Context: an optimization exercise on an open-source flow, tuned for small area, a short achievable clock period and few clock cycles. The choices shown serve that exercise and are no tape-out recipe.
In this exercise RTL edits were held to simulation tests only and were not proved equivalent to the original.

==> trial 13: inputs <==
==> flow/design.v (excerpt) <==
module ctl_law_engine (
    input  wire        clk,
    input  wire        rst,
    input  wire        start,
    output reg  [7:0]  rd_addr,
    input  wire [39:0] rd_data,
    output reg         wr_en,
    output reg  [7:0]  wr_addr,
    output reg  [39:0] wr_data,
    output reg         done
);
export LEC_CHECK = 0
export CAP_MARGIN = 20
export CORE_MARGIN = 2
export CORE_UTILIZATION = 40
export CTS_CLUSTER_DIAMETER = 80
export CTS_CLUSTER_SIZE = 24
export SLEW_MARGIN = 20
create_clock -name core_clock -period 20.0 [get_ports {clk}]
standard.sh (not shown) runs the stock make flow with config.mk's settings and CLKGATE_MAP_FILE= SYNTH_SCRIPT=/design/flow/synth_recipe.tcl, a recipe that flattens the netlist after the stock synthesis.
==> flow/flow/run.sh <==
#!/bin/bash
set -euo pipefail
export BUFFER_PORTS_ARGS="-buffer_cell sky130_fd_sc_hd__buf_4"
bash standard.sh > layout.log 2>&1
==> build 49: changes against trial 13 <==
- CORE_UTILIZATION: 40 -> 60
- PLACE_DENSITY: unset -> 0.7
==> summary of the runs <==
Of trial 13 and build 49, build 49 has the higher utilization (gap 21 points).
In trial 13 the routed wire length is larger than in build 49, by about 2.6%.
Critical path depth is the same in trial 13 and build 49.
In build 49 the cell area is smaller than in trial 13, by about 1.5%.
Clock skew: trial 13 is higher than build 49 (0.010 ns).
==> figures <==
metric	build 49	trial 13
Stage delay of the slowest cell on the critical path	0.59 ns	0.62 ns
Final layout net count	10.0k	10.0k
Met3 WL	32900 um	27300 um
Core outline area	148000 um2	222000 um2
Status	no timing/DRC/antenna violations	no timing/DRC/antenna violations
Routed met1 length	116000 um	122000 um
Worst setup slack after placement	13.74 ns	13.60 ns
Filler cell count in the final layout	12.1k	21.2k
Drt total wl	301000 um	309000 um
Last element of the critical path	row[0]$_DFFE_PP_	row[2]$_DFFE_PP_
Post-route insts no fill	10.7k	11.8k
Testbench counts of trial 13, summed over its fixed seeds: cycles 123,961.
Testbench counts of build 49, summed over its fixed seeds: cycles 123,961.

==> v20 <==
Another version of the RTL of ctl_law_engine (not shown whole).
clock: 20.0 ns
lec_check: 0
cap_margin: 20
core_margin: 2
core_utilization: 40
cts_cluster_diameter: 80
cts_cluster_size: 24
slew_margin: 20
Scripts as last shown in full above: flow/flow/run.sh
==> v16 (differences from v20) <==
- CTS_CLUSTER_DIAMETER: 80 -> unset
- CTS_CLUSTER_SIZE: 24 -> unset
==> run summary <==
Maximum frequency: v20 is smaller than v16 (0.78%). Against v16, the design area of v20 is smaller by 1.9%. Against v20, the setup slack of v16 is better by 44 ps. Of v20 and v16, v16 has the higher via count (gap about 0.6%, measured against v16). In area after synthesis, v20 and v16 do not differ. Between v20 and v16, the lower sequential share of layout area is in v16 (gap 0.57 points). Register-to-register slack: v16 is better than v20 (90 ps). In v16 the critical path depth is lower than in v20, by 13. Against v20, the cell count of v16 is larger by about 0.9%. Sequential cell count is the same in v20 and v16.
==> figures <==
|  | v20 | v16 |
|---|---|---|
| Clock latency of the later-clocked register in the worst-skew pair | 770 ps | 820 ps |
| Non-clock buffer contribution to total cell area | 2.17% | 2.14% |
| Htree depth | 3 | 4 |
| Multi-input gate share of the layout cell area | 56.9% | 55.8% |
| Worst Max-Slew Pin Slew | 1230 ps | 1180 ps |
| Share of cells above drive strength 1 | 6.03% | 6.94% |
| Worst Setup EP | wr_data[10] | wr_data[37] |
| Count of non-filler cells in the finished layout | 11800 | 11900 |
| Area fraction of clock buffers and clock inverters | 3.11% | 4.91% |
| Proportion of cell area occupied by registers | 30.8% | 30.2% |
| Initial antenna violation count | 14 | 18 |
| Met3 WL | 29400 um | 30400 um |
| Crit end category | flip-flop | output pin |
| Final Worst Setup Slack | 14340 ps | 14380 ps |
| Diodes inserted | 5 | 4 |
| Outcome | no timing/DRC/antenna violations | no timing/DRC/antenna violations |
| Worst Min Path Start | rv[1][35] | rv[1][38] |
| FMAX | 177 MHz | 178 MHz |
| Met1 Wirelength | 133000 um | 134000 um |
| Crit path launch | xo[39] | wr_data[37] |
Testbench counts of v20, summed over its fixed seeds: cycles 123,401.
Testbench counts of v16, summed over its fixed seeds: cycles 123,401.

-- separate check: timing with driven ports --
The results above use ideal ports. As a check the final layouts listed here were re-extracted and re-timed, cells and wires unchanged. Step 1, drivers: a clkbuf_16 drives clk and a buf_2 each remaining input, both assumed. Step 2, shift: input delay + t, output delay - t, t = (earliest + latest rising clock arrival at the registers) / 2. This alone moves slack from input paths to output paths. Slacks: ideal ports / drivers / drivers and shift; pairs: ideal ports / drivers.
run | shift t [ns] | slack for setup (ns) | latest minus earliest clock arrival (ns) | worst data-port slew with drivers (ns)
trial 13 | 0.814 | 13.573 / 13.573 / 13.573 | 0.048 / 0.048 | 0.08
build 49 | 0.800 | 13.708 / 13.708 / 13.708 | 0.040 / 0.040 | 0.10
v20 | 0.824 | 14.341 / 14.336 / 14.341 | 0.072 / 0.072 | 0.12
v16 | 0.887 | 14.385 / 14.289 / 14.427 | 0.075 / 0.075 | 0.13
After both steps setup and hold are still met in every run listed.
